What follows belongs to an exercise in optimizing a design on an open flow for small area, a short achievable clock period and few clock cycles per item; a production flow would make more cautious choices. Where RTL was checked, it was by simulation tests only, not by an equivalence proof against the original.

Setup of run a:
Design facet_tile, start of the top module:
module facet_tile (
    input  wire        clk,
    input  wire        rst,
    input  wire        start,
    input  wire [1:0]  cls,           
    input  wire [31:0] crc_in,        
    output wire        idle,
    input  wire        in_valid,
    input  wire [7:0]  in_data,
    output wire        in_ready,
    output reg         out_valid,
    output reg  [63:0] out_data,
    input  wire        out_ready,
    output reg         done,
    output wire [3:0]  done_cause,    
    output wire [7:0]  done_offset,   
    output wire [31:0] done_arg,      
    output wire [31:0] done_crc       
);
For scale: about 1700 cells after synthesis, roughly 250 flip-flops, roughly 190 I/O pins, roughly 0.017 mm² of cells after synthesis.
clock: 10.0 ns
lec_check: 0
cap_margin: 20
core_margin: 2
core_utilization: 30
place_density: 0.5
slew_margin: 20
run.sh (not shown) runs the stock make flow with config.mk's settings and CLKGATE_MAP_FILE= SYNTH_SCRIPT=/design/flow/synth_recipe.tcl, a recipe that flattens the netlist after the stock synthesis.
Run a reached the end of the flow, and the finished layout is clean on the timing, DRC and antenna checks.
Testbench counts of run a, summed over its fixed seeds: cycles 528,443, tiles 1,920.
The inputs of run b differ from those of run a as listed below.
--- a/flow/design.v
+++ b/flow/design.v
@@ -29,30 +29,31 @@
                      P_TRAIL = 4'd9;    
     reg         busy;
     reg         idle_r;       
     reg  [1:0]  cls_q;
     reg  [8:0]  idx;          
     reg  [3:0]  pst;          
     reg         fail;         
     reg  [3:0]  cause;
     reg  [7:0]  offset;
     reg  [31:0] arg;
     reg  [31:0] crc;
-    reg  [10:0] p_last;       
+    reg  [31:0] hi_n;         
+    reg         n_first;      
     reg         rdy;
     reg         v0, v1;
     reg  [7:0]  h0, h1;
     reg         pend;
     reg  [9:0]  pend_l;
     reg  [7:0]  code_st;
-    reg  [7:0]  len_st;       
+    reg  [10:0] n_last;       
     reg         bm;           
     reg         run_act;
     reg  [9:0]  run_l;        
     reg  [7:0]  run_code;     
     reg  [2:0]  q;            
     reg  [6:0]  bcnt;         
     reg         ofin;         
     assign idle        = idle_r;
     assign in_ready    = rdy;
     assign done_cause  = cause;
     assign done_offset = offset;
@@ -115,50 +116,55 @@
         for (k = 0; k < 8; k = k + 1) begin
             ln_plan[k] = bm ? (busy && pend)
                             : (rn_can && k >= q && (f_on || k <= f_l[2:0]));
             ln_sel[k]  = bm ? pend_l[k] : !run_act;
         end
     wire ip_plain = busy && v0 && (pst != P_NLEN) && (pst != P_BMAP) &&
                     (pst != P_NCOD || !pend);
     wire nlen_go  = busy && v0 && (pst == P_NLEN) && (!pend || idx != slen_m1);
     wire ip_bm    = busy && v0 && (pst == P_BMAP) && !run_act;
     wire ip_acc   = ip_plain || nlen_go || ip_bm;
     wire bm_go    = busy && bm && pend && wr_ok;
-    wire [10:0] n_last = p_last + {3'd0, len_st} + 11'd1;
+    wire [9:0]  p_last = pend ? pend_l : run_l;
+    wire [10:0] n_next = n_first ? {3'd0, b}
+                                 : {1'b0, p_last} + {3'd0, b} + 11'd1;
     wire last_byte = (idx == slen_m1 + 9'd1) || (ip_acc && idx == slen_m1);
     wire og_fin    = ofin && wr_ok;
     wire push = in_valid && rdy;
     integer j;
     always @(posedge clk) begin
         if (ip_acc) begin
             h0 <= v1 ? h1 : in_data;
             v0 <= v1 || push;
             h1 <= in_data;
             v1 <= v1 && push;
             rdy <= 1'b1;
         end else begin
             if (!v0) h0 <= in_data;
             else if (!v1) h1 <= in_data;
             v0 <= v0 || push;
             v1 <= v1 || (v0 && push);
             rdy <= !(v1 || (v0 && push));
         end
         begin
             done <= 1'b0;
             if (xfer) begin
                 out_valid <= 1'b0;
-                crc <= crc64(crc, out_data);
+                crc <= crc64(crc, {~hi_n, out_data[31:0]});
             end
             for (j = 0; j < 8; j = j + 1)
                 if (wr_ok && ln_plan[j])
                     out_data[8*j +: 8] <= ln_sel[j] ? code_st : run_code;
+            for (j = 4; j < 8; j = j + 1)
+                if (wr_ok && ln_plan[j])
+                    hi_n[8*j-32 +: 8] <= ~(ln_sel[j] ? code_st : run_code);
             if (wr_ok && bt_plan) begin
                 out_valid <= 1'b1;
                 bcnt <= bcnt + 7'd1;
                 if (bcnt == 7'd127) ofin <= 1'b1;
             end
             if (rn_go) begin
                 q <= f_beat ? 3'd0 : f_l[2:0] + 3'd1;
                 if (pend_use) begin
                     pend     <= 1'b0;
                     run_code <= code_st;
                     run_l    <= pend_l;
@@ -184,23 +190,23 @@
             end
             if (ip_acc)
                 idx <= idx + 9'd1;
             if (ip_bm && idx == 9'd130)
                 pst <= P_TRAIL;
             if (nlen_go) begin
                 if (idx == slen_m1) begin
                     fail <= 1'b1; cause <= 4'd6; offset <= idx[7:0];
                     pend <= 1'b1; pend_l <= 10'd1023; code_st <= 8'd0;
                     pst <= P_TRAIL;
                 end else begin
-                    len_st <= b;
+                    n_last <= n_next;
                     pst <= P_NCOD;
                 end
             end
             if (ip_plain) begin
                 case (pst)
                     P_HDR: begin
                         if (b[4:0] != 5'd0) begin
                             fail <= 1'b1; cause <= 4'd4;
                             pend <= 1'b1; pend_l <= 10'd1023; code_st <= 8'd0;
                             pst <= P_TRAIL;
                         end else case (b[7:5])
@@ -243,23 +249,23 @@
                         if (idx[2:0] == 3'd4) pst <= P_TRAIL;
                     end
                     P_B1: begin run_code <= b; pst <= P_B2; end
                     P_B2: begin code_st  <= b; pst <= P_BMAP; end
                     P_NCOD: begin
                         if (n_last[10]) begin
                             fail <= 1'b1; cause <= 4'd6; offset <= idx[7:0] - 8'd1;
                             pend <= 1'b1; pend_l <= 10'd1023; code_st <= 8'd0;
                             pst <= P_TRAIL;
                         end else begin
                             pend <= 1'b1; pend_l <= n_last[9:0]; code_st <= b;
-                            p_last <= n_last;
+                            n_first <= 1'b0;
                             pst <= (n_last[9:0] == 10'd1023) ? P_TRAIL : P_NLEN;
                         end
                     end
                     default: if (!fail && b != 8'd0) begin    
                         fail <= 1'b1; cause <= 4'd4; offset <= idx[7:0]; arg <= 32'd0;
                     end
                 endcase
             end
             if (busy && last_byte && og_fin) begin
                 done   <= 1'b1;
                 busy   <= 1'b0;
@@ -268,23 +274,23 @@
             if (!busy) begin
                 busy     <= start;
                 idle_r   <= !start;
                 cls_q    <= cls;
                 crc      <= crc_in;
                 idx      <= 9'd0;
                 pst      <= P_HDR;
                 fail     <= 1'b0;
                 cause    <= 4'd0;
                 offset   <= 8'd0;
                 arg      <= 32'd0;
-                p_last   <= 11'h7FF;
+                n_first  <= 1'b1;
                 pend     <= 1'b0;
                 run_act  <= 1'b0;
                 bm       <= 1'b0;
                 q        <= 3'd0;
                 bcnt     <= 7'd0;
                 ofin     <= 1'b0;
             end
         end
         if (rst) begin
             busy      <= 1'b0;
             idle_r    <= 1'b1;
- The final reports for run b and run a show number of well taps higher in the former.
- All of run a and run b finish clean.
- Wire: run b routes more than run a
- Going from run a to run b, global-route wire length before repair grew by a little under 10%.
- Side by side, share of the clock period used by the worst path turned out lower in run b than in run a.
- Looking at slew of the pin with the lowest slew margin across run a and run b, the one that comes out lower is run b.
- Diff run a -> run b: met1 wire length grew by 4.0%; number of rows in the core area grew by 3; fmax grew by 6.0%.
- Note that the number of placed cells counting well taps recorded for run a amounts to 0.942 times the value seen in run b.
- Between run b and run a, it is run b whose arrival time at the worst endpoint is higher, by 2170 ps.
Only the layout flow was run in run b; the RTL was not checked for function there.

Another version of the RTL of facet_tile (not shown whole).
Size: ~1700 cells after synthesis, about 250 flip-flops, roughly 190 I/O pins, ~17000 um^2 of cells after synthesis.
clock: 10.0 ns
lec_check: 0
cap_margin: 20
core_margin: 2
core_utilization: 30
place_density: 0.5
slew_margin: 20
The first run passed the timing, DRC and antenna checks.
Testbench counts at the start, summed over its fixed seeds: cycles 516,466, tiles 1,920.
Rerun with:
--- a/flow/design.v
+++ b/flow/design.v
@@ -26,16 +26,18 @@
                      P_BMAP  = 4'd6,
                      P_NLEN  = 4'd7,
                      P_NCOD  = 4'd8,
                      P_TRAIL = 4'd9;    
     reg         busy;
     reg         idle_r;       
     reg  [1:0]  cls_q;
     reg  [8:0]  idx;          
+    reg         at_last;      
+    reg         all_in;       
     reg  [3:0]  pst;          
     reg         fail;         
     reg  [3:0]  cause;
     reg  [7:0]  offset;
     reg  [31:0] arg;
     reg  [31:0] crc;
     reg  [10:0] p_last;       
     reg         rdy;
@@ -264,22 +266,22 @@
         for (k = 0; k < 8; k = k + 1) begin
             ln_plan[k] = bm ? (busy && pend)
                             : (rn_can && k >= q && (f_on || k <= f_l[2:0] ||
                                                     (b_on && (p_on || k <= pend_l[2:0]))));
             ln_sel[k]  = bm ? pend_l[k] : (!run_act || (!f_on && k > f_l[2:0]));
         end
     wire ip_plain = busy && v0 && (pst != P_NLEN) && (pst != P_BMAP) &&
                     (pst != P_NCOD || !pend);
-    wire nlen_go  = busy && v0 && (pst == P_NLEN) && (!pend || idx != slen_m1);
+    wire nlen_go  = busy && v0 && (pst == P_NLEN) && (!pend || !at_last);
     wire ip_bm    = busy && v0 && (pst == P_BMAP) && !run_act;
     wire ip_acc   = ip_plain || nlen_go || ip_bm;
     wire bm_go    = busy && bm && pend && wr_ok;
     wire [10:0] n_last = p_last + {3'd0, len_st} + 11'd1;
-    wire last_byte = (idx == slen_m1 + 9'd1) || (ip_acc && idx == slen_m1);
+    wire last_byte = all_in || (ip_acc && at_last);
     wire og_fin    = ofin && wr_ok;
     wire push = in_valid && rdy;
     integer j;
     always @(posedge clk) begin
         if (ip_acc) begin
             h0 <= v1 ? h1 : in_data;
             v0 <= v1 || push;
             h1 <= in_data;
@@ -327,22 +329,25 @@
                 if (pend) begin
                     run_l[7:0] <= b;
                     run_act <= 1'b1;
                 end else begin
                     pend_l[7:0] <= b;
                     pend <= 1'b1;
                 end
             end
-            if (ip_acc)
-                idx <= idx + 9'd1;
+            if (ip_acc) begin
+                idx     <= idx + 9'd1;
+                at_last <= idx == slen_m1 - 9'd1;
+                all_in  <= at_last;
+            end
             if (ip_bm && idx == 9'd130)
                 pst <= P_TRAIL;
             if (nlen_go) begin
-                if (idx == slen_m1) begin
+                if (at_last) begin
                     fail <= 1'b1; cause <= 4'd6; offset <= idx[7:0];
                     pend <= 1'b1; pend_l <= 10'd1023; code_st <= 8'd0;
                     pst <= P_TRAIL;
                 end else begin
                     len_st <= b;
                     pst <= P_NCOD;
                 end
             end
@@ -416,16 +421,18 @@
                 idle_r <= 1'b1;
             end
             if (!busy) begin
                 busy     <= start;
                 idle_r   <= !start;
                 cls_q    <= cls;
                 crc      <= crc_in;
                 idx      <= 9'd0;
+                at_last  <= 1'b0;
+                all_in   <= 1'b0;
                 pst      <= P_HDR;
                 fail     <= 1'b0;
                 cause    <= 4'd0;
                 offset   <= 8'd0;
                 arg      <= 32'd0;
                 p_last   <= 11'h7FF;
                 pend     <= 1'b0;
                 run_act  <= 1'b0;
- design area rises slightly
- synthesized area rises slightly
- clock skew rises by 0.012 ns
- core utilization rises by 0.28 points
- sequential share of layout area barely changes
- final cell count rises slightly
- register-to-register slack improves by 0.02 ns
- worst setup slack improves by 0.11 ns
- wire length falls slightly
- worst hold slack degrades by 0.026 ns
- clock-buffer cell count falls by 1
- fmax rises by a few percent
- non-clock buffer count rises by 6
For the second run of this note, only the layout was checked, not whether the RTL still works.

Another version of the RTL of facet_tile (not shown whole).
Size: about 1600 cells after synthesis, about 230 flip-flops, about 190 I/O pins.
export LEC_CHECK = 0
export CAP_MARGIN = 20
export CORE_MARGIN = 2
export CORE_UTILIZATION = 40
export PLACE_DENSITY = 0.6
export SLEW_MARGIN = 20
create_clock -name core_clock -period 10.0 [get_ports {clk}]
Testbench counts at the start, summed over its fixed seeds: cycles 526,523, tiles 1,920.
==> next run, changes <==
--- a/flow/design.v
+++ b/flow/design.v
@@ -51,49 +51,25 @@
     assign in_ready    = !sk_v;
     assign done_cause  = cause;
     assign done_offset = offset;
     assign done_arg    = arg;
     assign done_crc    = crc;
     function [31:0] crc64;
         input [31:0] c;
         input [63:0] d;
+        integer k;
+        reg [31:0] x;
         begin
-            crc64[0] = ^(c & 32'h386F2C25) ^ ^(d & 64'h1F91CAF6386F2C25);
-            crc64[1] = ^(c & 32'h70DE584B) ^ ^(d & 64'h3F2395EC70DE584B);
-            crc64[2] = ^(c & 32'hE1BCB097) ^ ^(d & 64'h7E472BD8E1BCB097);
-            crc64[3] = ^(c & 32'hC379612E) ^ ^(d & 64'hFC8E57B1C379612E);
-            crc64[4] = ^(c & 32'hBE9DEE78) ^ ^(d & 64'hE68D6595BE9DEE78);
-            crc64[5] = ^(c & 32'h4554F0D5) ^ ^(d & 64'hD28B01DD4554F0D5);
-            crc64[6] = ^(c & 32'hB2C6CD8E) ^ ^(d & 64'hBA87C94CB2C6CD8E);
-            crc64[7] = ^(c & 32'h5DE2B738) ^ ^(d & 64'h6A9E586F5DE2B738);
-            crc64[8] = ^(c & 32'hBBC56E71) ^ ^(d & 64'hD53CB0DEBBC56E71);
-            crc64[9] = ^(c & 32'h4FE5F0C6) ^ ^(d & 64'hB5E8AB4B4FE5F0C6);
-            crc64[10] = ^(c & 32'hA7A4CDA9) ^ ^(d & 64'h74409C60A7A4CDA9);
-            crc64[11] = ^(c & 32'h4F499B53) ^ ^(d & 64'hE88138C14F499B53);
-            crc64[12] = ^(c & 32'hA6FC1A83) ^ ^(d & 64'hCE93BB74A6FC1A83);
-            crc64[13] = ^(c & 32'h75971923) ^ ^(d & 64'h82B6BC1F75971923);
-            crc64[14] = ^(c & 32'hD3411E63) ^ ^(d & 64'h1AFCB2C8D3411E63);
-            crc64[15] = ^(c & 32'hA6823CC6) ^ ^(d & 64'h35F96591A6823CC6);
-            crc64[16] = ^(c & 32'h4D04798C) ^ ^(d & 64'h6BF2CB234D04798C);
-            crc64[17] = ^(c & 32'h9A08F318) ^ ^(d & 64'hD7E596469A08F318);
-            crc64[18] = ^(c & 32'h0C7ECA15) ^ ^(d & 64'hB05AE67B0C7ECA15);
-            crc64[19] = ^(c & 32'h2092B80F) ^ ^(d & 64'h7F2406002092B80F);
-            crc64[20] = ^(c & 32'h4125701F) ^ ^(d & 64'hFE480C004125701F);
-            crc64[21] = ^(c & 32'hBA25CC1B) ^ ^(d & 64'hE301D2F6BA25CC1B);
-            crc64[22] = ^(c & 32'h4C24B412) ^ ^(d & 64'hD9926F1B4C24B412);
-            crc64[23] = ^(c & 32'hA0264400) ^ ^(d & 64'hACB514C0A0264400);
-            crc64[24] = ^(c & 32'h7823A425) ^ ^(d & 64'h46FBE3777823A425);
-            crc64[25] = ^(c & 32'hF047484A) ^ ^(d & 64'h8DF7C6EEF047484A);
-            crc64[26] = ^(c & 32'hD8E1BCB0) ^ ^(d & 64'h047E472BD8E1BCB0);
-            crc64[27] = ^(c & 32'hB1C37961) ^ ^(d & 64'h08FC8E57B1C37961);
-            crc64[28] = ^(c & 32'h6386F2C2) ^ ^(d & 64'h11F91CAF6386F2C2);
-            crc64[29] = ^(c & 32'hC70DE584) ^ ^(d & 64'h23F2395EC70DE584);
-            crc64[30] = ^(c & 32'h8E1BCB09) ^ ^(d & 64'h47E472BD8E1BCB09);
-            crc64[31] = ^(c & 32'h1C379612) ^ ^(d & 64'h8FC8E57B1C379612);
+            x = c;
+            for (k = 0; k < 64; k = k + 1) begin
+                x = x ^ {31'd0, d[k]};
+                x = x[0] ? ((x >> 1) ^ 32'h82F63B78) : (x >> 1);
+            end
+            crc64 = x;
         end
     endfunction
     wire       in_take = in_valid && !sk_v;
     wire       b_v     = sk_v || in_take;
     wire [7:0] b       = sk_v ? sk_d : in_data;
     wire [8:0] slen_m1 = (9'd256 >> cls_q) - 9'd1;
     wire wr_ok = !out_valid || out_ready;
     wire xfer  = out_valid && out_ready;
Effect:
- global-route usage decreases by 2.6 points
- routed wire length rose by 14%
- final area goes up by 26%
- via count increases by 12%
- count of clock-buffer cells in the layout grows by 1
Testbench counts after the change, summed over its fixed seeds: cycles 526,523, tiles 1,920.

Another version of the RTL of facet_tile (not shown whole).
Size in the first run: roughly 1700 cells after synthesis, roughly 190 I/O pins.
make LEC_CHECK=0 CAP_MARGIN=20 CORE_MARGIN=2 CORE_UTILIZATION=30 PLACE_DENSITY=0.5 SLEW_MARGIN=20 finish   # period 10.0 ns
The baseline ran to the end with no violations.
Rerun with:
--- a/flow/design.v
+++ b/flow/design.v
@@ -26,18 +26,16 @@
                      P_BMAP  = 4'd6,
                      P_NLEN  = 4'd7,
                      P_NCOD  = 4'd8,
                      P_TRAIL = 4'd9;    
     reg         busy;
     reg         idle_r;       
     reg  [1:0]  cls_q;
     reg  [8:0]  idx;          
-    reg         at_last;      
-    reg         all_in;       
     reg  [3:0]  pst;          
     reg         fail;         
     reg  [3:0]  cause;
     reg  [7:0]  offset;
     reg  [31:0] arg;
     reg  [31:0] crc;
     reg  [10:0] p_last;       
     reg         rdy;
@@ -257,39 +255,35 @@
     wire [7:0] b = h0;
     wire [8:0] slen_m1 = (9'd256 >> cls_q) - 9'd1;
     wire wr_ok = !out_valid || out_ready;
     wire xfer  = out_valid && out_ready;
     wire       rn_can  = busy && !ofin && !bm && (run_act || pend);
     wire       rn_go   = rn_can && wr_ok;
     wire [9:0] f_l     = run_act ? run_l : pend_l;
     wire       f_on    = f_l[9:3] != bcnt;                    
-    wire       b_on    = run_act && pend && !f_on && (run_l[2:0] != 3'd7);
-    wire       p_on    = pend_l[9:3] != bcnt;                 
-    wire [2:0] l_end   = b_on ? pend_l[2:0] : f_l[2:0];       
-    wire       f_beat  = (b_on ? p_on : f_on) || (l_end == 3'd7);    
-    wire       pend_use = rn_go && (!run_act || b_on);
+    wire       f_beat  = f_on || (f_l[2:0] == 3'd7);          
+    wire       pend_use = rn_go && !run_act;
     reg  [7:0] ln_plan, ln_sel;
     wire       bt_plan = bm ? (busy && pend) : (rn_can && f_beat);
     integer    k;
     always @(*)
         for (k = 0; k < 8; k = k + 1) begin
             ln_plan[k] = bm ? (busy && pend)
-                            : (rn_can && k >= q && (f_on || k <= f_l[2:0] ||
-                                                    (b_on && (p_on || k <= pend_l[2:0]))));
-            ln_sel[k]  = bm ? pend_l[k] : (!run_act || (!f_on && k > f_l[2:0]));
+                            : (rn_can && k >= q && (f_on || k <= f_l[2:0]));
+            ln_sel[k]  = bm ? pend_l[k] : !run_act;
         end
     wire ip_plain = busy && v0 && (pst != P_NLEN) && (pst != P_BMAP) &&
                     (pst != P_NCOD || !pend);
-    wire nlen_go  = busy && v0 && (pst == P_NLEN) && (!pend || !at_last);
+    wire nlen_go  = busy && v0 && (pst == P_NLEN) && (!pend || idx != slen_m1);
     wire ip_bm    = busy && v0 && (pst == P_BMAP) && !run_act;
     wire ip_acc   = ip_plain || nlen_go || ip_bm;
     wire bm_go    = busy && bm && pend && wr_ok;
     wire [10:0] n_last = p_last + {3'd0, len_st} + 11'd1;
-    wire last_byte = all_in || (ip_acc && at_last);
+    wire last_byte = (idx == slen_m1 + 9'd1) || (ip_acc && idx == slen_m1);
     wire og_fin    = ofin && wr_ok;
     wire push = in_valid && rdy;
     integer j;
     always @(posedge clk) begin
         if (ip_acc) begin
             h0 <= v1 ? h1 : in_data;
             v0 <= v1 || push;
             h1 <= in_data;
@@ -312,23 +306,23 @@
                 if (wr_ok && ln_plan[j])
                     out_data[8*j +: 8] <= ln_sel[j] ? code_st : run_code;
             if (wr_ok && bt_plan) begin
                 out_valid <= 1'b1;
                 bcnt <= bcnt + 7'd1;
                 if (bcnt == 7'd127) ofin <= 1'b1;
             end
             if (rn_go) begin
-                q <= f_beat ? 3'd0 : l_end + 3'd1;
+                q <= f_beat ? 3'd0 : f_l[2:0] + 3'd1;
                 if (pend_use) begin
                     pend     <= 1'b0;
                     run_code <= code_st;
                     run_l    <= pend_l;
                 end
-                run_act <= b_on ? p_on : f_on;
+                run_act <= f_on;
             end
             if (bm_go) begin
                 if (run_act) begin
                     pend_l[7:0] <= run_l[7:0];
                     run_act <= 1'b0;
                 end else if (ip_bm)
                     pend_l[7:0] <= b;
                 else
@@ -337,25 +331,22 @@
                 if (pend) begin
                     run_l[7:0] <= b;
                     run_act <= 1'b1;
                 end else begin
                     pend_l[7:0] <= b;
                     pend <= 1'b1;
                 end
             end
-            if (ip_acc) begin
-                idx     <= idx + 9'd1;
-                at_last <= idx == slen_m1 - 9'd1;
-                all_in  <= at_last;
-            end
+            if (ip_acc)
+                idx <= idx + 9'd1;
             if (ip_bm && idx == 9'd130)
                 pst <= P_TRAIL;
             if (nlen_go) begin
-                if (at_last) begin
+                if (idx == slen_m1) begin
                     fail <= 1'b1; cause <= 4'd6; offset <= idx[7:0];
                     pend <= 1'b1; pend_l <= 10'd1023; code_st <= 8'd0;
                     pst <= P_TRAIL;
                 end else begin
                     len_st <= b;
                     pst <= P_NCOD;
                 end
             end
@@ -429,18 +420,16 @@
                 idle_r <= 1'b1;
             end
             if (!busy) begin
                 busy     <= start;
                 idle_r   <= !start;
                 cls_q    <= cls;
                 crc      <= crc_in;
                 idx      <= 9'd0;
-                at_last  <= 1'b0;
-                all_in   <= 1'b0;
                 pst      <= P_HDR;
                 fail     <= 1'b0;
                 cause    <= 4'd0;
                 offset   <= 8'd0;
                 arg      <= 32'd0;
                 p_last   <= 11'h7FF;
                 pend     <= 1'b0;
                 run_act  <= 1'b0;
Core utilization stays flat.
Routed wire length went down by 4.2%.
Sequential share of layout area climbs by 0.72 points.
Setup slack gets better by 66 ps.
Synthesized area fell by 3.8%.
Flip-flop and latch count drops by 2.
First-iteration DRC count stays flat.
Final area fell by 3.0%.
Clock-buffer cell count is higher by 9.
Non-clock buffer count falls by 7.
No run of this note included a check of the RTL's function; only the layout flow was run.

## port drivers added, routing unchanged
The flow's constraints put no driver on any port. The routed layouts listed below were extracted and timed again, unchanged, in two steps.
Step 1, drivers: a clkbuf_16 drives clk and a buf_2 each remaining input, both assumed.
Step 2 times the ports against the registers' clock, not the clock port: input delays grow and output delays shrink by t, the midpoint of the rising clock arrivals with the driver on.
Three values: ideal ports, drivers, drivers and shift; two values: the first two.
| run | t (ns) | setup WS [ns] | hold slack, ns | worst data-port slew with drivers (ns) | cell pins on the clock port's net |
|---|---|---|---|---|---|
| run a | 0.653 | 5.989 / 5.927 / 5.787 | 0.476 / 0.476 / 0.476 | 0.08 | 1 |
| run b | 0.593 | 6.217 / 6.214 / 5.622 | 0.492 / 0.492 / 0.492 | 0.06 | 1 |
| the first run of note 2 | 0.645 | 5.850 / 5.788 / 5.701 | 0.482 / 0.482 / 0.482 | 0.07 | 1 |
| the second run of note 2 | 0.633 | 5.961 / 5.968 / 5.344 | 0.456 / 0.456 / 0.456 | 0.07 | 1 |
| the first run of note 3 | 0.627 | 5.305 / 5.335 / 4.708 | 0.447 / 0.447 / 0.447 | 0.06 | 1 |
| the second run of note 3 | 0.591 | 0.198 / 0.198 / 0.198 | 0.449 / 0.449 / 0.449 | 0.08 | 1 |
| the first run of note 4 | 0.661 | 5.696 / 5.696 / 5.494 | 0.461 / 0.461 / 0.461 | 0.06 | 1 |
| the second run of note 4 | 0.622 | 5.762 / 5.762 / 5.731 | 0.481 / 0.481 / 0.481 | 0.07 | 1 |
After both steps every run listed still meets setup and hold. For the second run of note 2, which loses most, drivers alone change the setup slack by +0.007 ns; drivers and shift together by -0.617 ns.
